From an optimization exercise on the open Yosys and OpenROAD flow, aimed at small area, a short achievable clock period and few clock cycles per item; shortcuts taken in it are not production practice.
Only simulation tests tie the RTL to the original design; equivalence was not proved.

$ cat flow/config.mk
export PLATFORM = sky130hd
export DESIGN_NAME = aes_core
export DESIGN_NICKNAME = aes_core
export VERILOG_FILES = /design/flow/design.v
export SDC_FILE = /design/flow/constraint.sdc
export NUM_CORES = 4
export LEC_CHECK = 0
export CAP_MARGIN = 20
export CORE_MARGIN = 2
export CORE_UTILIZATION = 50
export PLACE_DENSITY = 0.6
export SETUP_SLACK_MARGIN = 5.0
export SLEW_MARGIN = 20
export SYNTH_HIERARCHICAL = 1
export SYNTH_MINIMUM_KEEP_SIZE = 0
export TNS_END_PERCENT = 5
$ cat flow/constraint.sdc
create_clock -name core_clock -period 8.5 [get_ports {clk}]
set_input_delay 1.7000 -clock core_clock [delete_from_list [all_inputs] [get_ports {clk}]]
set_output_delay 1.7000 -clock core_clock [all_outputs]
set_load 0.01 [all_outputs]
$ cat flow/design.v
module aes_sbox_p1 (input wire [7:0] a, output wire [9:0] m);
    wire U0 = a[7];
    wire U1 = a[6];
    wire U2 = a[5];
    wire U3 = a[4];
    wire U4 = a[3];
    wire U5 = a[2];
    wire U6 = a[1];
    wire U7 = a[0];
    wire T1; g_xor u0 (.a(U0), .b(U3), .y(T1));
    wire T2; g_xor u1 (.a(U0), .b(U5), .y(T2));
    wire T3; g_xor u2 (.a(U0), .b(U6), .y(T3));
    wire T4; g_xor u3 (.a(U3), .b(U5), .y(T4));
    wire T5; g_xor u4 (.a(U4), .b(U6), .y(T5));
    g_xor u5 (.a(T1), .b(T5), .y(m[5]));
    wire T7; g_xor u6 (.a(U1), .b(U2), .y(T7));
    wire T8; g_xor u7 (.a(U7), .b(m[5]), .y(T8));
    g_xor u8 (.a(U7), .b(T7), .y(m[4]));
    wire T10; g_xor u9 (.a(m[5]), .b(T7), .y(T10));
    wire T11; g_xor u10 (.a(U1), .b(U5), .y(T11));
    wire T12; g_xor u11 (.a(U2), .b(U5), .y(T12));
    g_xor u12 (.a(T3), .b(T4), .y(m[3]));
    wire T14; g_xor u13 (.a(m[5]), .b(T11), .y(T14));
    g_xor u14 (.a(T5), .b(T11), .y(m[2]));
    wire T16; g_xor u15 (.a(T5), .b(T12), .y(T16));
    wire T17; g_xor u16 (.a(m[4]), .b(T16), .y(T17));
    wire T18; g_xor u17 (.a(U3), .b(U7), .y(T18));
    g_xor u18 (.a(T7), .b(T18), .y(m[1]));
    wire T20; g_xor u19 (.a(T1), .b(m[1]), .y(T20));
    wire T21; g_xor u20 (.a(U6), .b(U7), .y(T21));
    wire T22; g_xor u21 (.a(T7), .b(T21), .y(T22));
    wire T23; g_xor u22 (.a(T2), .b(T22), .y(T23));
    wire T24; g_xor u23 (.a(T2), .b(T10), .y(T24));
    wire T25; g_xor u24 (.a(T20), .b(T17), .y(T25));
    wire T26; g_xor u25 (.a(T3), .b(T16), .y(T26));
    g_xor u26 (.a(T1), .b(T12), .y(m[0]));
    wire M1; g_nand u27 (.a(m[3]), .b(m[5]), .y(M1));
    wire M2; g_nand u28 (.a(T23), .b(T8), .y(M2));
    wire M3; g_xnor u29 (.a(T14), .b(M1), .y(M3));
    wire M4; g_nand u30 (.a(m[1]), .b(U7), .y(M4));
    wire M5; g_xor u31 (.a(M4), .b(M1), .y(M5));
    wire M6; g_nand u32 (.a(T3), .b(T16), .y(M6));
    wire M7; g_nand u33 (.a(T22), .b(m[4]), .y(M7));
    wire M8; g_xnor u34 (.a(T26), .b(M6), .y(M8));
    wire M9; g_nand u35 (.a(T20), .b(T17), .y(M9));
    wire M10; g_xor u36 (.a(M9), .b(M6), .y(M10));
    wire M11; g_nand u37 (.a(T1), .b(m[2]), .y(M11));
    wire M12; g_nand u38 (.a(T4), .b(m[0]), .y(M12));
    wire M13; g_xor u39 (.a(M12), .b(M11), .y(M13));
    wire M14; g_nand u40 (.a(T2), .b(T10), .y(M14));
    wire M15; g_xor u41 (.a(M14), .b(M11), .y(M15));
    wire M16; g_xnor u42 (.a(M3), .b(M2), .y(M16));
    wire M17; g_xor u43 (.a(M5), .b(T24), .y(M17));
    wire M18; g_xnor u44 (.a(M8), .b(M7), .y(M18));
    wire M19; g_xor u45 (.a(M10), .b(M15), .y(M19));
    wire M20; g_xor u46 (.a(M16), .b(M13), .y(M20));
    wire M21; g_xor u47 (.a(M17), .b(M15), .y(M21));
    wire M22; g_xor u48 (.a(M18), .b(M13), .y(M22));
    wire M23; g_xor u49 (.a(M19), .b(T25), .y(M23));
    wire M24; g_xor u50 (.a(M22), .b(M23), .y(M24));
    wire M25; g_nand u51 (.a(M22), .b(M20), .y(M25));
    wire M26; g_xnor u52 (.a(M21), .b(M25), .y(M26));
    wire M27; g_xor u53 (.a(M20), .b(M21), .y(M27));
    wire M28; g_xnor u54 (.a(M23), .b(M25), .y(M28));
    wire M29; g_nand u55 (.a(M28), .b(M27), .y(M29));
    wire M30; g_nand u56 (.a(M26), .b(M24), .y(M30));
    wire M31; g_nand u57 (.a(M20), .b(M23), .y(M31));
    wire M32; g_nandb u58 (.a(M31), .b(M27), .y(M32));
    wire M33; g_xnor u59 (.a(M27), .b(M25), .y(M33));
    wire M34; g_nand u60 (.a(M21), .b(M22), .y(M34));
    wire M35; g_nandb u61 (.a(M34), .b(M24), .y(M35));
    wire M36; g_xnor u62 (.a(M24), .b(M25), .y(M36));
    g_xnor u63 (.a(M21), .b(M29), .y(m[9]));
    g_xnor u64 (.a(M32), .b(M33), .y(m[8]));
    g_xnor u65 (.a(M23), .b(M30), .y(m[7]));
    g_xnor u66 (.a(M35), .b(M36), .y(m[6]));
endmodule
module aes_sbox_p2 (input wire [7:0] a, input wire [9:0] m, output wire [7:0] y);
    wire U0 = a[7];
    wire U1 = a[6];
    wire U2 = a[5];
    wire U3 = a[4];
    wire U4 = a[3];
    wire U5 = a[2];
    wire U6 = a[1];
    wire U7 = a[0];
    wire M37 = m[9];
    wire M38 = m[8];
    wire M39 = m[7];
    wire M40 = m[6];
    wire T6 = m[5];
    wire T9 = m[4];
    wire T13 = m[3];
    wire T15 = m[2];
    wire T19 = m[1];
    wire T27 = m[0];
    wire T1; g_xor u0 (.a(U0), .b(U3), .y(T1));
    wire T2; g_xor u1 (.a(U0), .b(U5), .y(T2));
    wire T3; g_xor u2 (.a(U0), .b(U6), .y(T3));
    wire T4; g_xor u3 (.a(U3), .b(U5), .y(T4));
    wire T8; g_xor u4 (.a(U7), .b(T6), .y(T8));
    wire T10; g_xor u5 (.a(T15), .b(T27), .y(T10));
    wire T16; g_xor u6 (.a(T6), .b(T27), .y(T16));
    wire T17; g_xor u7 (.a(U7), .b(T15), .y(T17));
    wire T20; g_xor u8 (.a(U0), .b(T9), .y(T20));
    wire T22; g_xor u9 (.a(U6), .b(T9), .y(T22));
    wire T23; g_xor u10 (.a(T13), .b(T19), .y(T23));
    wire M41; g_xor u11 (.a(M38), .b(M40), .y(M41));
    wire M42; g_xor u12 (.a(M37), .b(M39), .y(M42));
    wire M43; g_xor u13 (.a(M37), .b(M38), .y(M43));
    wire M44; g_xor u14 (.a(M39), .b(M40), .y(M44));
    wire M45; g_xor u15 (.a(M42), .b(M41), .y(M45));
    wire M46; g_nand u16 (.a(M44), .b(T6), .y(M46));
    wire M47; g_nand u17 (.a(M40), .b(T8), .y(M47));
    wire M48; g_nand u18 (.a(M39), .b(U7), .y(M48));
    wire M49; g_nand u19 (.a(M43), .b(T16), .y(M49));
    wire M50; g_nand u20 (.a(M38), .b(T9), .y(M50));
    wire M51; g_nand u21 (.a(M37), .b(T17), .y(M51));
    wire M52; g_nand u22 (.a(M42), .b(T15), .y(M52));
    wire M53; g_nand u23 (.a(M45), .b(T27), .y(M53));
    wire M54; g_nand u24 (.a(M41), .b(T10), .y(M54));
    wire M55; g_nand u25 (.a(M44), .b(T13), .y(M55));
    wire M56; g_nand u26 (.a(M40), .b(T23), .y(M56));
    wire M57; g_nand u27 (.a(M39), .b(T19), .y(M57));
    wire M58; g_nand u28 (.a(M43), .b(T3), .y(M58));
    wire M59; g_nand u29 (.a(M38), .b(T22), .y(M59));
    wire M60; g_nand u30 (.a(M37), .b(T20), .y(M60));
    wire M61; g_nand u31 (.a(M42), .b(T1), .y(M61));
    wire M62; g_nand u32 (.a(M45), .b(T4), .y(M62));
    wire M63; g_nand u33 (.a(M41), .b(T2), .y(M63));
    wire L0; g_xor u34 (.a(M61), .b(M62), .y(L0));
    wire L1; g_xor u35 (.a(M50), .b(M56), .y(L1));
    wire L2; g_xor u36 (.a(M46), .b(M48), .y(L2));
    wire L3; g_xor u37 (.a(M47), .b(M55), .y(L3));
    wire L4; g_xor u38 (.a(M54), .b(M58), .y(L4));
    wire L5; g_xor u39 (.a(M49), .b(M61), .y(L5));
    wire L6; g_xnor u40 (.a(M62), .b(L5), .y(L6));
    wire L7; g_xnor u41 (.a(M46), .b(L3), .y(L7));
    wire L8; g_xor u42 (.a(M51), .b(M59), .y(L8));
    wire L9; g_xor u43 (.a(M52), .b(M53), .y(L9));
    wire L10; g_xnor u44 (.a(M53), .b(L4), .y(L10));
    wire L11; g_xnor u45 (.a(M60), .b(L2), .y(L11));
    wire L12; g_xor u46 (.a(M48), .b(M51), .y(L12));
    wire L13; g_xnor u47 (.a(M50), .b(L0), .y(L13));
    wire L14; g_xor u48 (.a(M52), .b(M61), .y(L14));
    wire L15; g_xnor u49 (.a(M55), .b(L1), .y(L15));
    wire L16; g_xnor u50 (.a(M56), .b(L0), .y(L16));
    wire L17; g_xnor u51 (.a(M57), .b(L1), .y(L17));
    wire L18; g_xnor u52 (.a(M58), .b(L8), .y(L18));
    wire L19; g_xnor u53 (.a(M63), .b(L4), .y(L19));
    wire L20; g_xor u54 (.a(L0), .b(L1), .y(L20));
    wire L21; g_xor u55 (.a(L1), .b(L7), .y(L21));
    wire L22; g_xor u56 (.a(L3), .b(L12), .y(L22));
    wire L23; g_xor u57 (.a(L18), .b(L2), .y(L23));
    wire L24; g_xor u58 (.a(L15), .b(L9), .y(L24));
    wire L25; g_xor u59 (.a(L6), .b(L10), .y(L25));
    wire L26; g_xor u60 (.a(L7), .b(L9), .y(L26));
    wire L27; g_xor u61 (.a(L8), .b(L10), .y(L27));
    wire L28; g_xor u62 (.a(L11), .b(L14), .y(L28));
    wire L29; g_xor u63 (.a(L11), .b(L17), .y(L29));
    g_xor u64 (.a(L6), .b(L24), .y(y[7]));
    g_xnor u65 (.a(L16), .b(L26), .y(y[6]));
    g_xnor u66 (.a(L19), .b(L28), .y(y[5]));
    g_xor u67 (.a(L6), .b(L21), .y(y[4]));
    g_xor u68 (.a(L20), .b(L22), .y(y[3]));
    g_xor u69 (.a(L25), .b(L29), .y(y[2]));
    g_xnor u70 (.a(L13), .b(L27), .y(y[1]));
    g_xnor u71 (.a(L6), .b(L23), .y(y[0]));
endmodule
module g_xor (input wire a, input wire b, output wire y); assign y = a ^ b; endmodule
module g_xnor (input wire a, input wire b, output wire y); assign y = ~(a ^ b); endmodule
module g_nand (input wire a, input wire b, output wire y); assign y = ~(a & b); endmodule
module g_nor (input wire a, input wire b, output wire y); assign y = ~(a | b); endmodule
module g_nandb (input wire a, input wire b, output wire y); assign y = ~(~a & b); endmodule
module aes_core (
    input  wire         clk,
    input  wire         rst,         
    input  wire         in_valid,
    output wire         in_ready,
    input  wire         in_aes256,   
    input  wire [255:0] in_key,
    input  wire [127:0] in_block,
    output wire         out_valid,
    input  wire         out_ready,
    output wire [127:0] out_block
);
    reg          rdy;            
    reg          rdy_o;          
    reg          ov;             
    reg  [127:0] ob;
    reg  [127:0] X;              
    reg  [255:0] KX;             
    reg          xv;             
    reg          x256;
    reg  [3:0]   xr;             
    reg          xh;             
    reg          xw;             
    reg  [127:0] PU;             
    reg  [159:0] PM;             
    reg  [255:0] KP;
    reg  [39:0]  KPM;
    reg          pv;
    reg          p256;
    reg  [3:0]   pr;
    reg          ph;
    reg          pw;
    reg          pl;             
    reg          prot;           
    reg  [7:0]   prc;            
    assign in_ready  = rdy_o;
    assign out_valid = ov;
    assign out_block = ob;
    genvar i, c, k;
    wire [159:0] pm_d;
    generate
        for (i = 0; i < 16; i = i + 1) begin : g_s1
            aes_sbox_p1 u_sb1 (.a(X[127 - 8*i -: 8]), .m(pm_d[159 - 10*i -: 10]));
        end
    endgenerate
    wire [31:0] ksub_x = KX[31:0];
    wire [39:0] kpm_d;
    generate
        for (i = 0; i < 4; i = i + 1) begin : g_k1
            aes_sbox_p1 u_kb1 (.a(ksub_x[31 - 8*i -: 8]), .m(kpm_d[39 - 10*i -: 10]));
        end
    endgenerate
    wire [7:0] sb [0:15];
    wire [127:0] sr;             
    generate
        for (i = 0; i < 16; i = i + 1) begin : g_s2
            aes_sbox_p2 u_sb2 (.a(PU[127 - 8*i -: 8]), .m(PM[159 - 10*i -: 10]), .y(sb[i]));
        end
        for (c = 0; c < 4; c = c + 1) begin : g_sr
            assign sr[127 - 32*c      -: 8] = sb[((c + 0) % 4) * 4 + 0];
            assign sr[127 - 32*c -  8 -: 8] = sb[((c + 1) % 4) * 4 + 1];
            assign sr[127 - 32*c - 16 -: 8] = sb[((c + 2) % 4) * 4 + 2];
            assign sr[127 - 32*c - 24 -: 8] = sb[((c + 3) % 4) * 4 + 3];
        end
    endgenerate
    wire [31:0] sub_out;
    generate
        for (i = 0; i < 4; i = i + 1) begin : g_k2
            aes_sbox_p2 u_kb2 (.a(KP[31 - 8*i -: 8]), .m(KPM[39 - 10*i -: 10]),
                               .y(sub_out[31 - 8*i -: 8]));
        end
    endgenerate
    wire       xlast  = (xr == (x256 ? 4'd14 : 4'd10));
    wire       xrot   = !x256 || xr[0];
    wire [3:0] rc_idx = x256 ? ((xr + 4'd1) >> 1) : xr;
    reg  [7:0] rcon;
    always @* begin
        case (rc_idx)
            4'd1:    rcon = 8'h01;
            4'd2:    rcon = 8'h02;
            4'd3:    rcon = 8'h04;
            4'd4:    rcon = 8'h08;
            4'd5:    rcon = 8'h10;
            4'd6:    rcon = 8'h20;
            4'd7:    rcon = 8'h40;
            4'd8:    rcon = 8'h80;
            4'd9:    rcon = 8'h1b;
            4'd10:   rcon = 8'h36;
            default: rcon = 8'h00;
        endcase
    end
    wire       plast   = pl;
    wire       use_rot = prot;
    wire [31:0] rot_out = {sub_out[23:0], sub_out[31:24]};
    wire [31:0] rcw     = {prc, 24'h000000};
    wire [31:0] temp    = use_rot ? (rot_out ^ rcw) : sub_out;
    wire [31:0] pf0 = KP[255:224];
    wire [31:0] pf1 = KP[255:224] ^ KP[223:192];
    wire [31:0] pf2 = pf1 ^ KP[191:160];
    wire [31:0] pf3 = pf1 ^ (KP[191:160] ^ KP[159:128]);
    wire [127:0] new_key = {pf0 ^ temp, pf1 ^ temp, pf2 ^ temp, pf3 ^ temp};
    wire [127:0] rk_a = p256 ? KP[127:0] : {pf0 ^ rcw, pf1 ^ rcw, pf2 ^ rcw, pf3 ^ rcw};
    wire [31:0]  rk_s;
    wire         m128 = !p256;
    generate
        for (k = 0; k < 32; k = k + 1) begin : g_rks
            g_and u_a (.a(rot_out[k]), .b(m128), .y(rk_s[k]));
        end
    endgenerate
    wire [127:0] round_key = rk_a ^ {rk_s, rk_s, rk_s, rk_s};
    wire [127:0] fin_d;
    wire [127:0] dm;
    generate
        for (c = 0; c < 4; c = c + 1) begin : g_mc
            wire [7:0] a0 = sr[127 - 32*c      -: 8];
            wire [7:0] a1 = sr[127 - 32*c -  8 -: 8];
            wire [7:0] a2 = sr[127 - 32*c - 16 -: 8];
            wire [7:0] a3 = sr[127 - 32*c - 24 -: 8];
            wire [31:0] s;           
            wire [7:0]  t;
            for (k = 0; k < 8; k = k + 1) begin : g_b
                g_xor u_s0 (.a(a0[k]), .b(a1[k]), .y(s[k]));
                g_xor u_s1 (.a(a1[k]), .b(a2[k]), .y(s[8 + k]));
                g_xor u_s2 (.a(a2[k]), .b(a3[k]), .y(s[16 + k]));
                g_xor u_s3 (.a(a3[k]), .b(a0[k]), .y(s[24 + k]));
                g_xor u_t  (.a(s[k]), .b(s[16 + k]), .y(t[k]));
            end
            for (i = 0; i < 4; i = i + 1) begin : g_row
                wire [7:0] xt;
                wire [7:0] si = s[8*i +: 8];
                assign xt[0] = si[7];
                assign xt[2] = si[1];
                assign xt[5] = si[4];
                assign xt[6] = si[5];
                assign xt[7] = si[6];
                g_xor u_x1 (.a(si[0]), .b(si[7]), .y(xt[1]));
                g_xor u_x3 (.a(si[2]), .b(si[7]), .y(xt[3]));
                g_xor u_x4 (.a(si[3]), .b(si[7]), .y(xt[4]));
                for (k = 0; k < 8; k = k + 1) begin : g_bit
                    localparam integer b = 127 - 32*c - 8*i - 7 + k;    
                    wire f1;
                    g_xor u_d  (.a(t[k]), .b(xt[k]), .y(dm[b]));
                    g_xor u_f1 (.a(sr[b]), .b(rk_a[b]), .y(f1));
                    g_xor u_f2 (.a(f1), .b(rk_s[b % 32]), .y(fin_d[b]));
                end
            end
        end
    endgenerate
    wire go_out = pv && plast && !ov && !pw;        
    reg       xv_n, x256_n, xh_n, xw_n;
    reg [3:0] xr_n;
    always @* begin
        if (rdy) begin
            xv_n   = in_valid;
            x256_n = in_aes256;
            xr_n   = 4'd1;
            xh_n   = 1'b0;
            xw_n   = xv;             
        end else if (pv && plast) begin
            xv_n   = !go_out;
            x256_n = p256;
            xr_n   = pr;
            xh_n   = 1'b1;
            xw_n   = pw;
        end else begin
            xv_n   = pv;
            x256_n = p256;
            xr_n   = pr + 4'd1;
            xh_n   = 1'b0;
            xw_n   = pw;
        end
        if (rst) xv_n = 1'b0;
    end
    wire pv_n    = xv && !rst;
    wire pw_n    = xw && !go_out;
    wire ov_n    = !rst && (go_out || (ov && !out_ready));
    wire plast_n = xlast;
    wire rdy_n   = !pv_n || (plast_n && !ov_n && !pw_n);
    always @(posedge clk) begin
        rdy  <= rdy_n;
        rdy_o <= rdy_n || rst;   
        ov   <= ov_n;
        xv   <= xv_n;
        x256 <= x256_n;
        xr   <= xr_n;
        xh   <= xh_n;
        xw   <= xw_n;
        pv   <= pv_n;
        p256 <= x256;
        pr   <= xr;
        ph   <= xh;
        pw   <= pw_n;
        pl   <= xlast;
        prot <= xrot;
        prc  <= rcon;
    end
    wire         sel_ear = rdy || ph;
    wire         sel_f   = !sel_ear;
    wire         sel_nxt = !rdy && !ph && !plast;
    wire [127:0] x_early = rdy ? (in_block ^ in_key[255:128]) : PU;
    wire         sel_ofin = go_out && !ph;
    wire [127:0] ob_early = (go_out && ph) ? PU : ob;
    wire [127:0] x_d;
    wire [127:0] ob_d;
    generate
        for (k = 0; k < 128; k = k + 1) begin : g_mx
            wire n1, n2, m1, dn, o1, o2;
            g_nand  u_n1 (.a(fin_d[k]), .b(sel_f), .y(n1));
            g_nand  u_n2 (.a(x_early[k]), .b(sel_ear), .y(n2));
            g_nand  u_m1 (.a(n1), .b(n2), .y(m1));
            g_nand  u_dn (.a(dm[k]), .b(sel_nxt), .y(dn));
            g_xnor  u_x  (.a(m1), .b(dn), .y(x_d[k]));
            g_nand  u_o1 (.a(fin_d[k]), .b(sel_ofin), .y(o1));
            g_nand  u_o2 (.a(ob_early[k]), .b(!sel_ofin), .y(o2));
            g_nand  u_o  (.a(o1), .b(o2), .y(ob_d[k]));
        end
    endgenerate
    wire [255:0] kx_in = {in_key[255:32], in_aes256 ? in_key[31:0] : in_key[159:128]};
    always @(posedge clk) begin
        ob  <= ob_d;
        X   <= x_d;
        KX  <= rdy ? kx_in : {round_key, new_key};
        PU  <= X;
        PM  <= pm_d;
        KP  <= KX;
        KPM <= kpm_d;
    end
endmodule
module g_and (input wire a, input wire b, output wire y);
    assign y = a & b;
endmodule
$ cat flow/flow/run.sh
#!/bin/bash
set -euo pipefail
bash standard.sh "BUFFER_PORTS_ARGS=-buffer_cell sky130_fd_sc_hd__buf_2" "SETUP_SLACK_MARGIN=5.3" finish > flow_make.log 2>&1
$ cat flow/standard.sh
#!/bin/bash
# synth_recipe.tcl (not shown) runs the flow's synth.tcl, then flattens the netlist and writes it again
# the make line also repeats each setting of config.mk as NAME=value (left out here)
make -C /OpenROAD-flow-scripts/flow DESIGN_CONFIG=/design/flow/config.mk WORK_HOME=/design/flow/orfs CLKGATE_MAP_FILE= SYNTH_SCRIPT=/design/flow/synth_recipe.tcl "${@:-finish}"
==> results.cfg, run 1 <==
[synth]
synth_top_cell_by_area = dfxtp_1
synth-edff-count = 0
synth_ff_type = dfxtp_1
yosys.area_share.simple_pct = 13.1
muxShareOfSynthArea_pct = 4.13
netlist_top_cells_area = dfxtp_1 33%, xor2_1 30%, xnor2_1 12%, nand2_1 10%, mux2_2 3.4%
synth.most_common_cell = xor2_1
syn_avg_cell_area_um2 = 8.81
synth-seq-cells = 1125
netlist_area_um2 = 67500
ys_types = 45
synth_top_area_share_pct = 33.4
synth_top_family_by_area = XOR/XNOR gates
syn-instance-count = 7667
synth_nets = 8063
synth_xor_area_share_pct = 43.8
async_flop_share_pct = 0
synth_compound_area_share_pct = 4.20
synth_commonest_cells = 2294 x xor2_1, 1825 x nand2_1, 1125 x dfxtp_1
synth_warnings = 7
ys_seq_area_share_pct = 33.4
synthAdderAreaFrac_pct = 0.130

[place]
numPortBuffers = 518
dpl.hpwl_um = 198000
dp_cells = 9886
place_ws_ns = 4.33
gp_congestion = 1.00

[die]
die_y_um = 371
die_x_um = 371
io_pins = 519
num_rows = 134
dieArea_um2 = 138000
core_um2 = 134000
initial_core_util_pct = 50.5

[route]
post_drt_wl_per_cell_um = 25.0
drt_iter0_drc = 5013
wl_met1_um = 108000
vias_per_cell = 5.22
routed_wl_um = 258000
wl_met3_um = 20000
antenna_left = 0
routed.top_layer = met4
drc_errors = 0
first_pass_iters = 6
wl_met2_um = 111000
via_count = 54041

[setup_path]
arrival_ns = 3.99
reg2reg_from = PM[59]
worstSetupPathType = reg -> reg
rr_worst_depth = 13
critPathLaunchType = register
r2r_end = X[105]
cp_data_required_time_ns = 9.16
rrSetupSlack_ns = 5.17
crit_fanout = 4
endpoint_kind = register

[cts]
path_clk_slew_ns = 0.06
htree_num_levels = 4
cts_made_buffers = 130
cts_root_buf = clkbuf_16
cts_buffer_depth = 3
worstSkewPairLatency_ns = 0.79
cts_tree = yes
cts_sinks = 1125

[job]
drv_cap = 0

[global_routing]
antenna_found_initial = 11
grt_pass1_vias = 51747
grt_max_degree = 178
grtUsageTotal_pct = 36.0
grt_pass1_wl_um = 357000
overflow = 0

[timing]
finalHoldWorstSlack_ns = 0.315
period_minus_slack_ns = 3.33
setup_ws_ns = 5.17
fmaxAchievable_mhz = 300
period_share_pct = 39.2
rsz0062_at_grt = yes
fin_skew_ns = 0.0307
hold_viol_final = 0
finalMaxSlewViolations = 0
slew_headroom_pct = 19.9
worstMarginPinSlew_ns = 1.19
setup_viol = 0
totalNegativeSetupSlack_ns = 0

[layout]
fin_nets = 8875
fillers = 11492
drive_gt1_share_pct = 22.3
final_cells = 10353
area_delta_synth_final_pct = 24.2

[worst_hold_path]
hp-start = KX[184]
holdPathStages = 0
min_path_type = reg -> reg
hold_end = KP[184]

[status]
run_status = no timing/DRC/antenna violations
## modules after synthesis, one instance, submodules excluded, excerpt
module,flip-flops and latches,cells inside,times used,area (µm²)
g_xnor,0,1,648,8.76
g_nand,0,1,1536,3.75
g_xor,0,1,2172,8.76
g_and,0,1,32,6.26
aes_core,1125,3239,1,36600
g_nandb,0,1,40,6.26
## per-stage QoR
stage	instance area, µm²	util [%]
floorplan	67600	-
global placement	72400	54.1
detailed placement	72400	54.2
CTS	78900	58.9
global route	83900	62.7
finish	83900	62.7
## registers in the layout, summed over array words and instances (netlist names), 4 cells and up
| name | flops |
|---|---|
| ob | 128 |
| X | 128 |
| prc | 8 |
| xr | 4 |
| PM | 160 |
| KX | 256 |
| KP | 256 |
| PU | 128 |
| KPM | 40 |
| pr | 4 |
## repair_timing
action,in CTS,in global routing
resized for setup,230,521
pin swaps,25,154
hold buffers,0,0
cloned,2,1
setup endpoints to repair,442,449
buffers inserted,43,183
## worst max-delay path by stage
stage,start,cells past startpoint,end
after floorplan,rdy,7,X[100]
after global placement,PM[109],11,X[106]
after detailed placement,pl,7,ob[106]
after CTS,PM[19],10,X[88]
after global routing,PM[59],13,X[105]
final,PM[59],13,X[105]
## layout by cell type, fill, tap and decap left out, types with 8 or more instances in the layout
| cell | synthesis | routed |
|---|---|---|
| nand3_1 | 13 | 13 |
| nor3_1 | 9 | 8 |
| clkinvlp_4 | 0 | 8 |
| xnor3_1 | 38 | 38 |
| buf_6 | 12 | 9 |
| o22ai_1 | 9 | 9 |
| clkbuf_16 | 0 | 134 |
| inv_1 | 14 | 10 |
| buf_4 | 4 | 304 |
| dfxtp_1 | 1125 | 1060 |
| xnor2_2 | 0 | 63 |
| and2_4 | 0 | 17 |
| xnor2_1 | 959 | 872 |
| xor2_2 | 0 | 327 |
| nand2_1 | 1825 | 1784 |
| buf_2 | 29 | 518 |
| a21oi_1 | 169 | 169 |
| o211ai_1 | 10 | 10 |
| nand2_2 | 0 | 38 |
| buf_12 | 0 | 21 |
| o21ai_1 | 32 | 35 |
| a211oi_1 | 25 | 25 |
| xnor2_4 | 0 | 24 |
| nor2_1 | 250 | 248 |
| xor2_4 | 0 | 61 |
| nand2b_1 | 60 | 59 |
| clkbuf_1 | 129 | 30 |
| xor2_1 | 2294 | 1906 |
| nor2b_1 | 10 | 10 |
| and2_1 | 63 | 37 |
| dfxtp_2 | 0 | 61 |
| and2_2 | 0 | 9 |
| clkinv_2 | 0 | 20 |
| clkbuf_8 | 0 | 16 |
| mux2i_2 | 0 | 13 |
| mux2i_1 | 47 | 30 |
| o21ai_0 | 285 | 282 |
| mux2_2 | 206 | 206 |
| bufinv_16 | 0 | 16 |
## area by class of cell
class                      instances  area, µm²  share of cell area, %
antenna                            5       12.5                 0.0149
clock buffer                     179       3660                   4.37
clock inverter                    54        777                  0.926
inverter                          14       76.3                 0.0910
multi-input combinational       6349      49000                   58.4
sequential                      1125      22600                   27.0
tap                             1768       2210                   2.64
timing repair buffer             858       5520                   6.58
timing repair inverter             1       7.51                0.00895
## kinds of logic (layout without fill, tap and decap cells)
| logic type | after synthesis | after routing |
|---|---|---|
| AND/OR/NAND/NOR | 2248 | 2249 |
| multiplexers | 253 | 253 |
| buffers and inverters | 194 | 1106 |
| AO/OA/AOI/OAI | 540 | 540 |
| flip-flops | 1125 | 1125 |
| other | 0 | 5 |
| XOR/XNOR | 3300 | 3300 |
| adder cells (fa/ha/maj) | 7 | 7 |
## layer usage
metal  up-vias  track usage (%)
met2      2252             54.2
met5         -                0
met3       500             5.74
met4         0             22.1
li1      25336                -
met1     25953             48.3
## critical path, cell delays in order (launching register included)
cell     delay (ns)
dfxtp_1        0.43
xor2_2         0.28
xor2_2         0.22
nand2_1        0.17
xor2_2         0.25
xor2_1         0.20
xor2_1         0.25
buf_6          0.21
xor2_4         0.19
buf_4          0.19
xor2_4         0.19
xor2_4         0.29
nand2_1        0.14
xnor2_1        0.17
Testbench counts, summed over its fixed seeds: cycles 23,660, blocks 1,920.
==> inputs of run 2 (changes only) <==
--- a/flow/config.mk
+++ b/flow/config.mk
@@ -8,7 +8,7 @@
 export CAP_MARGIN = 20
 export CORE_MARGIN = 2
 export CORE_UTILIZATION = 50
-export PLACE_DENSITY = 0.6
+export PLACE_DENSITY = 0.7
 export SETUP_SLACK_MARGIN = 5.0
 export SLEW_MARGIN = 20
 export SYNTH_HIERARCHICAL = 1
==> results.cfg, run 2 <==
[status]
run_status = no timing/DRC/antenna violations

[cts]
hold_buffers = 0
worstSkewPairLatency_ns = 0.78
cts_made_buffers = 120
path_clk_slew_ns = 0.06
cts_tree = yes
cts_buffer_depth = 3
cts_root_buf = clkbuf_16
htree_num_levels = 3
cts_sinks = 1125

[layout]
area_delta_synth_final_pct = 24.2
fin_nets = 8858
most-common-layout-cells = 1898 x xor2_1, 1802 x nand2_1, 1065 x dfxtp_1
reg_top3 = KP x256, KX x256, PM x160
mostFrequentLayoutCell = xor2_1
final_area_um2 = 83800
fin_util_pct = 62.7
drive_gt1_share_pct = 22.1
fillers = 10959

[synth]
synth_ff_type = dfxtp_1
synth-edff-count = 0
synth_nets = 8063
syn_avg_cell_area_um2 = 8.81
ys_types = 45
async_flop_share_pct = 0
ys_seq_area_share_pct = 33.4
netlist_area_um2 = 67500
synth_top_area_share_pct = 33.4
synth_top_cell_by_area = dfxtp_1
synth.most_common_cell = xor2_1
netlist_top_cells_area = dfxtp_1 33%, xor2_1 30%, xnor2_1 12%, nand2_1 10%, mux2_2 3.4%
synth_commonest_cells = 2294 x xor2_1, 1825 x nand2_1, 1125 x dfxtp_1
synth-seq-cells = 1125
synth_warnings = 7
syn-instance-count = 7667

[global_routing]
grt_pass1_vias = 53083
grt_pass1_wl_um = 357000
antenna_found_initial = 6
overflow = 0
grtUsageTotal_pct = 35.6
grt_max_degree = 206

[timing]
fin_skew_ns = 0.0442
setup_viol = 0
totalNegativeSetupSlack_ns = 0
worstMarginPinSlew_ns = 1.07
fmaxAchievable_mhz = 292
period_minus_slack_ns = 3.42
hold_viol_final = 0
slew_headroom_pct = 26.5
finalMaxSlewViolations = 0
period_share_pct = 40.3
rsz0062_at_grt = yes
setup_ws_ns = 5.08

[place]
postPlaceCellArea_um2 = 72300
dpl.hpwl_um = 195000
numPortBuffers = 518
gp_congestion = 1.05
place_ws_ns = 4.33

[setup_path]
crit_chain = xor2_1, nand2_1, xor2_2, xnor2_2, xor2_1, xnor2_2, buf_4, xor2_2, xor2_2, xor2_1, nand2_1, xnor2_1
arrival_ns = 4.07
cpPeakStageDelay_ns = 0.44
cpMaxStageDelayCell = dfxtp_1
reg2reg_from = PM[147]
path_delay_family = XOR/XNOR gates
critPathLaunchType = register
worstSetupPathType = reg -> reg
cp_num_buf_inv = 1
crit_fanout = 4
cp_data_required_time_ns = 9.15
crit_path_start = PM[147]
endpoint_kind = register

[job]
drv_cap = 0

[route]
drc_errors = 0
vias_per_cell = 5.38
drt_iter0_drc = 5527
via_count = 55587
first_pass_iters = 8
antenna_left = 0
routed_wl_um = 258000
post_drt_wl_per_cell_um = 25.0

[die]
core_um2 = 134000
dieArea_um2 = 138000
die_y_um = 371
io_pins = 519
num_rows = 134
initial_core_util_pct = 50.5
die_x_um = 371

[worst_hold_path]
hp-start = KX[236]
min_path_type = reg -> reg
==> run 2: worst register-to-register path, cell delays in order (launching register included) <==
cell	delay (ns)
dfxtp_1	0.44
xor2_1	0.22
nand2_1	0.18
xor2_2	0.22
xnor2_2	0.29
xor2_1	0.27
xnor2_2	0.14
buf_4	0.22
xor2_2	0.31
xor2_2	0.40
xor2_1	0.22
nand2_1	0.19
xnor2_1	0.21
==> run 2: cell families after synthesis <==
group / synth area share [%]
compound gates: 4.20
xor+xnor: 43.8
fa+ha+maj: 0.130
buf+inv: 1.29
flops: 33.4
mux: 4.13
simple gates: 13.1
==> run 2: per-module statistics from Yosys (local to each module, per instance), excerpt <==
module | area [µm²] | copies in the design | flip-flops and latches | cells inside
g_nandb | 6.26 | 40 | 0 | 1
aes_core | 36600 | 1 | 1125 | 3239
g_xor | 8.76 | 2172 | 0 | 1
g_nand | 3.75 | 1536 | 0 | 1
g_xnor | 8.76 | 648 | 0 | 1
g_and | 6.26 | 32 | 0 | 1
==> run 2: final timing paths <==
path,to,depth (start not counted),slack [ns]
worst max register to register,X[13],12,5.08
worst max-delay path,X[13],12,5.08
worst min-delay path,KP[236],0,0.30
worst min register to register,KP[236],0,0.30
==> run 2: metal layers <==
layer,GRT usage [%],share of wire [%],vias to the layer above
met5,0,0,-
li1,-,-,25293
met1,45.9,39,26726
met4,23.7,8.0,0
met2,53.5,43,2895
met3,7.70,9.9,673
==> run 2: through the flow <==
step	instances	hold slack, ns
after floorplan	7667	0.310
after global placement	9864	0.310
after detailed placement	9864	0.312
after CTS	10184	0.303
after global routing	10329	0.313
final	10332	0.301
==> run 2: cell type report <==
class / count / area (µm²) / area share, %
Antenna cell: 3 / 7.51 / 0.00895
Clock buffer: 171 / 3480 / 4.16
Clock inverter: 50 / 724 / 0.864
Inverter: 14 / 67.6 / 0.0806
Multi-Input combinational cell: 6350 / 49300 / 58.8
Sequential cell: 1125 / 22600 / 27.0
Tap cell: 1768 / 2210 / 2.64
Timing Repair Buffer: 850 / 5450 / 6.50
Timing Repair inverter: 1 / 7.51 / 0.00895
==> run 2: repair_timing <==
action / 4_1_cts / 5_1_grt
endpoints found under the setup margin: 403 / 437
pin swaps: 53 / 134
setup buffers: 98 / 143
resized for setup: 308 / 467
gates cloned: 1 / 2
==> inputs of run 3 (changes only) <==
--- a/flow/config.mk
+++ b/flow/config.mk
@@ -7,8 +7,8 @@
 export LEC_CHECK = 0
 export CAP_MARGIN = 20
 export CORE_MARGIN = 2
-export CORE_UTILIZATION = 50
-export PLACE_DENSITY = 0.7
+export CORE_UTILIZATION = 40
+export PLACE_DENSITY = 0.5
 export SETUP_SLACK_MARGIN = 5.0
 export SLEW_MARGIN = 20
 export SYNTH_HIERARCHICAL = 1
==> results.cfg, run 3 <==
[cts]
cts_tree = yes
cts_buffer_depth = 3
cts_sinks = 1125
htree_num_levels = 4
cts_root_buf = clkbuf_16
path_clk_slew_ns = 0.06
worstSkewPairLatency_ns = 0.79
cts_made_buffers = 137

[route]
post_drt_wl_per_cell_um = 25.4
drc_errors = 0
via_count = 53532
vias_per_cell = 4.96
first_pass_iters = 6
drt_iter0_drc = 4313
antenna_left = 0
routed_wl_um = 274000

[timing]
setup_viol = 0
worstMarginPinSlew_ns = 1.23
fin_skew_ns = 0.0289
rsz0062_at_grt = yes
slew_headroom_pct = 17.4
period_minus_slack_ns = 3.38
hold_viol_final = 0
finalMaxSlewViolations = 0
totalNegativeSetupSlack_ns = 0
period_share_pct = 39.8
fmaxAchievable_mhz = 296

[synth]
synth_warnings = 7
synth_top_area_share_pct = 33.4
ys_seq_area_share_pct = 33.4
netlist_top_cells_area = dfxtp_1 33%, xor2_1 30%, xnor2_1 12%, nand2_1 10%, mux2_2 3.4%
async_flop_share_pct = 0
synth_ff_type = dfxtp_1
synth-seq-cells = 1125
synth.most_common_cell = xor2_1
synth_nets = 8063
muxShareOfSynthArea_pct = 4.13
synth_commonest_cells = 2294 x xor2_1, 1825 x nand2_1, 1125 x dfxtp_1
synth_top_cell_by_area = dfxtp_1
synth_compound_area_share_pct = 4.20
netlist_area_um2 = 67500
synth_xor_area_share_pct = 43.8
ys_types = 45
yosys.area_share.simple_pct = 13.1
synth_top_family_by_area = XOR/XNOR gates
synth-edff-count = 0
syn_avg_cell_area_um2 = 8.81
synthAdderAreaFrac_pct = 0.130
syn-instance-count = 7667

[setup_path]
worstSetupPathType = reg -> reg
crit_fanout = 4
crit_top_cell = xor2_1
cpPeakStageDelay_ns = 0.42
endpoint_kind = register
crit_chain = xor2_1, xor2_1, nand2_1, xnor2_4, xor2_1, xor2_2, buf_4, xor2_2, xor2_2, buf_4, xor2_1, nand2_1, xnor2_1
cpMaxStageDelayCell = dfxtp_1
crit_path_start = PM[108]
arrival_ns = 4.05
cp_num_buf_inv = 2
cp_data_required_time_ns = 9.17
reg2reg_from = PM[108]
path_delay_family = XOR/XNOR gates
critPathLaunchType = register

[global_routing]
grt_max_degree = 153
grt_busiest_layer = met2
grtUsageMet2_pct = 48.9
antenna_found_initial = 3
grtUsageTotal_pct = 30.8
grt_pass1_vias = 52499
gr-usage-met1_pct = 39.6
grt_pass1_wl_um = 381000
overflow = 0
met3_usage_pct = 3.63

[layout]
area_delta_synth_final_pct = 24.4
final_cells = 10800
mostFrequentLayoutCell = xor2_1
final_area_um2 = 84000
reg_top3 = KP x256, KX x256, PM x160
drive_gt1_share_pct = 21.7
fin_nets = 8880
most-common-layout-cells = 1942 x xor2_1, 1797 x nand2_1, 1069 x dfxtp_1

[die]
die_x_um = 415
num_rows = 150
core_um2 = 167000
die_y_um = 415
initial_core_util_pct = 40.3
dieArea_um2 = 172000
io_pins = 519

[worst_hold_path]
min_path_type = reg -> reg
hp-start = KX[214]

[status]
run_status = no timing/DRC/antenna violations

[job]
drv_cap = 0

[place]
numPortBuffers = 518
dpl.hpwl_um = 215000
postPlaceCellArea_um2 = 73000
gp_congestion = 0.979
dp_cells = 10314
run 3: kinds of logic (layout without fill, tap and decap cells):
kind of cell / Yosys count / in the layout
buf+inv: 194 / 1118
flops: 1125 / 1125
other cells: 0 / 5
mux: 253 / 253
xor+xnor: 3300 / 3300
fa+ha+maj: 7 / 7
compound gates: 540 / 540
simple gates: 2248 / 2248
run 3: what timing repair did:
action	4_1_cts	5_1_grt
buffers inserted	139	95
setup endpoints to repair	423	415
gates cloned	1	0
endpoints found under the hold margin	0	0
pin swaps	73	92
hold buffers	0	0
gates resized for setup	348	307
run 3: final cells by class:
cell class,count,area [µm²]
inverter,14,65.1
tap,2204,2760
timing repair buffer,857,5480
sequential,1125,22600
timing repair inverter,1,5.00
clock inverter,52,668
antenna,5,12.5
fill,16062,83400
multi-input combinational,6348,48500
clock buffer,194,3970
run 3: modules after synthesis, one instance, submodules excluded, a selection:
module	cells	flops+latches
aes_core	3239	1125
g_xor	1	0
g_xnor	1	0
g_and	1	0
g_nand	1	0
g_nandb	1	0
run 3: metal layers:
metal,vias up,share of wire [%]
met3,483,5.1
met5,-,0
met2,1802,45
met1,25868,42
li1,25379,-
met4,0,7.5
run 3: path summary, 6_finish.rpt:
| path | endpoint | cells past startpoint | slack [ns] |
|---|---|---|---|
| max | X[106] | 13 | 5.12 |
| min | KP[214] | 0 | 0.31 |
| max reg2reg | X[106] | 13 | 5.12 |
| min reg2reg | KP[214] | 0 | 0.31 |
run 3: stage by stage:
| step | utilization [%] | hold WS (ns) | setup slack [ns] |
|---|---|---|---|
| 3_5_place_dp | 43.6 | 0.312 | 4.36 |
| 5_1_grt | 50.2 | 0.320 | 5.00 |
| 6_report | 50.2 | 0.307 | 5.12 |
| 2_1_floorplan | - | 0.310 | 5.05 |
| 4_1_cts | 48.6 | 0.310 | 5.11 |
| 3_3_place_gp | 43.6 | 0.310 | 4.11 |
==> inputs of run 4 (changes only) <==
==> flow/flow/run.sh (replaced) <==
#!/bin/bash
set -euo pipefail
bash standard.sh "BUFFER_PORTS_ARGS=-buffer_cell sky130_fd_sc_hd__buf_2" "SETUP_SLACK_MARGIN=5.6" finish > flow_make.log 2>&1
--- a/flow/config.mk
+++ b/flow/config.mk
@@ -7,8 +7,8 @@
 export LEC_CHECK = 0
 export CAP_MARGIN = 20
 export CORE_MARGIN = 2
-export CORE_UTILIZATION = 40
-export PLACE_DENSITY = 0.5
+export CORE_UTILIZATION = 50
+export PLACE_DENSITY = 0.6
 export SETUP_SLACK_MARGIN = 5.0
 export SLEW_MARGIN = 20
 export SYNTH_HIERARCHICAL = 1
==> results.cfg, run 4 <==
[route]
routed_wl_um = 268000
vias_per_cell = 5.28
drt_iter0_drc = 5726
post_drt_wl_per_cell_um = 25.5
via_count = 55618
drc_errors = 0
antenna_left = 0
first_pass_iters = 5

[layout]
fin_util_pct = 67.1
drive_gt1_share_pct = 29.1
mostFrequentLayoutCell = nand2_1
reg_top3 = KP x256, KX x256, PM x160
fin_nets = 9070
area_delta_synth_final_pct = 33.0
regArea_um2 = 22800
most-common-layout-cells = 1731 x nand2_1, 1673 x xor2_1, 965 x dfxtp_1
multi_input_area_um2 = 52900
fillers = 10658

[timing]
slew_headroom_pct = 18.6
finalHoldWorstSlack_ns = 0.309
period_minus_slack_ns = 3.29
rsz0062_at_grt = yes
setup_ws_ns = 5.21
totalNegativeSetupSlack_ns = 0
hold_viol_final = 0
worstMarginPinSlew_ns = 1.21
fin_skew_ns = 0.0346
period_share_pct = 38.7
setup_viol = 0
finalMaxSlewViolations = 0
fmaxAchievable_mhz = 304

[setup_path]
rr_worst_depth = 13
endpoint_kind = register
reg2reg_from = PM[97]
arrival_ns = 3.96
crit_fanout = 4
crit_path_start = PM[97]
worstSetupPathType = reg -> reg
critPathLaunchType = register
cp_data_required_time_ns = 9.17

[place]
dpl.hpwl_um = 198000
gp_congestion = 1.03
numPortBuffers = 518
place_ws_ns = 4.32

[synth]
syn_avg_cell_area_um2 = 8.81
synth_commonest_cells = 2294 x xor2_1, 1825 x nand2_1, 1125 x dfxtp_1
ys_seq_area_share_pct = 33.4
netlist_area_um2 = 67500
syn-instance-count = 7667
synth-seq-cells = 1125
synth_warnings = 7
ys_types = 45
synth-edff-count = 0
netlist_top_cells_area = dfxtp_1 33%, xor2_1 30%, xnor2_1 12%, nand2_1 10%, mux2_2 3.4%
synth_top_cell_by_area = dfxtp_1
synth.most_common_cell = xor2_1
synth_nets = 8063
synth_top_area_share_pct = 33.4
synth_ff_type = dfxtp_1
async_flop_share_pct = 0

[global_routing]
overflow = 0
antenna_found_initial = 12
grt_max_degree = 150
grtUsageTotal_pct = 37.1
grt_pass1_wl_um = 367000
grt_pass1_vias = 53190

[cts]
path_clk_slew_ns = 0.06
cts_root_buf = clkbuf_16
hold_buffers = 0
worstSkewPairLatency_ns = 0.80
cts_sinks = 1125
cts_buffer_depth = 3
cts_tree = yes
cts_made_buffers = 131
htree_num_levels = 4

[die]
initial_core_util_pct = 50.5
core_um2 = 134000
die_y_um = 371
io_pins = 519
die_x_um = 371
num_rows = 134
dieArea_um2 = 138000

[worst_hold_path]
hp-start = KX[99]
holdPathStages = 0
min_path_type = reg -> reg

[status]
run_status = no timing/DRC/antenna violations

[job]
drv_cap = 0
[run 4: cell counts after synthesis]
Identical to the previous run, type by type.
[run 4: logic make-up (layout without fill, tap and decap cells)]
group                    Yosys count  after routing  share of synthesized area [%]
AO/OA/AOI/OAI                    540            540                           4.20
flip-flops                      1125           1125                           33.4
buffers and inverters            194           1288                           1.29
multiplexers                     253            253                           4.13
adder cells (fa/ha/maj)            7              7                          0.130
AND/OR/NAND/NOR                 2248           2251                           13.1
XOR/XNOR                        3300           3300                           43.8
other                              0              5                              0
[run 4: final cells by class]
class	count	area share, %
Multi-Input combinational cell	6351	59.0
Clock buffer	189	4.32
Inverter	14	0.0752
Tap cell	1768	2.46
Clock inverter	34	0.602
Timing Repair Buffer	1050	8.11
Sequential cell	1125	25.4
Timing Repair inverter	1	0.00557
Antenna cell	5	0.0139
[run 4: per-layer routing]
| metal | up-vias | wire length, µm | track usage, % | share of wire, % |
|---|---|---|---|---|
| met4 | 0 | 19600 | 22.6 | 7.3 |
| li1 | 25510 | - | - | - |
| met5 | - | 0 | 0 | 0 |
| met3 | 538 | 21400 | 6.31 | 8.0 |
| met2 | 2543 | 116000 | 56.3 | 43 |
| met1 | 27027 | 111000 | 49.5 | 41 |
[run 4: worst paths after layout]
path / endpoint / slack (ns)
max reg2reg: X[27] / 5.21
min: KP[99] / 0.31
min reg2reg: KP[99] / 0.31
max: X[27] / 5.21
[run 4: repair_timing]
| action | 4_1_cts | 5_1_grt |
|---|---|---|
| setup buffers | 256 | 166 |
| pin swaps | 217 | 229 |
| gates cloned | 3 | 3 |
| gates resized for setup | 777 | 664 |
| endpoints found under the hold margin | 0 | 0 |
| endpoints found under the setup margin | 703 | 661 |
[run 4: modules after synthesis, one instance, submodules excluded, excerpt]
module    cells inside  times used
g_and                1          32
g_xor                1        2172
g_nand               1        1536
g_xnor               1         648
aes_core          3239           1
g_nandb              1          40
[run 4: critical path, stage by stage (launching register included)]
cell	delay, ns
dfxtp_4	0.40
xor2_4	0.29
xor2_4	0.25
nand2_4	0.12
xor2_4	0.28
xor2_2	0.21
xor2_2	0.19
buf_4	0.20
xor2_2	0.24
xor2_2	0.19
buf_4	0.15
xor2_1	0.16
nand2_1	0.24
xnor2_1	0.24
[run 4: stage by stage]
stage / area [µm²] / cells
2_1_floorplan: 67600 / 7667
3_3_place_gp: 72400 / 9880
3_5_place_dp: 72500 / 9881
4_1_cts: 84100 / 10363
5_1_grt: 89800 / 10532
6_report: 89800 / 10537

==> re-timing with driven ports <==
The flow's constraints put no driver on any port. The routed layouts listed below were extracted and timed again, unchanged, in two steps.
Step 1, drivers: a clkbuf_16 drives clk and a buf_2 each remaining input, both assumed.
Step 2, shift: input delay + t, output delay - t, t = (earliest + latest rising clock arrival at the registers) / 2. This alone moves slack from input paths to output paths.
Three values: ideal, step 1, step 2; two values: the first two.
run	t (ns)	setup slack, ns	hold slack, ns	slew at the worst register clock pin (ns)	cell pins on the clock port's net
run 1	0.849	5.165 / 5.165 / 5.068	0.315 / 0.315 / 0.315	0.07 / 0.07	1
run 2	0.843	5.079 / 5.079 / 5.079	0.301 / 0.301 / 0.301	0.07 / 0.07	1
run 3	0.853	5.119 / 5.119 / 5.119	0.307 / 0.307 / 0.307	0.07 / 0.07	1
run 4	0.857	5.209 / 5.209 / 4.977	0.309 / 0.309 / 0.309	0.07 / 0.07	1
After both steps setup and hold are still met in every run listed. For run 4, which loses most, drivers alone change the setup slack by 0.000 ns; drivers and shift together by -0.232 ns.
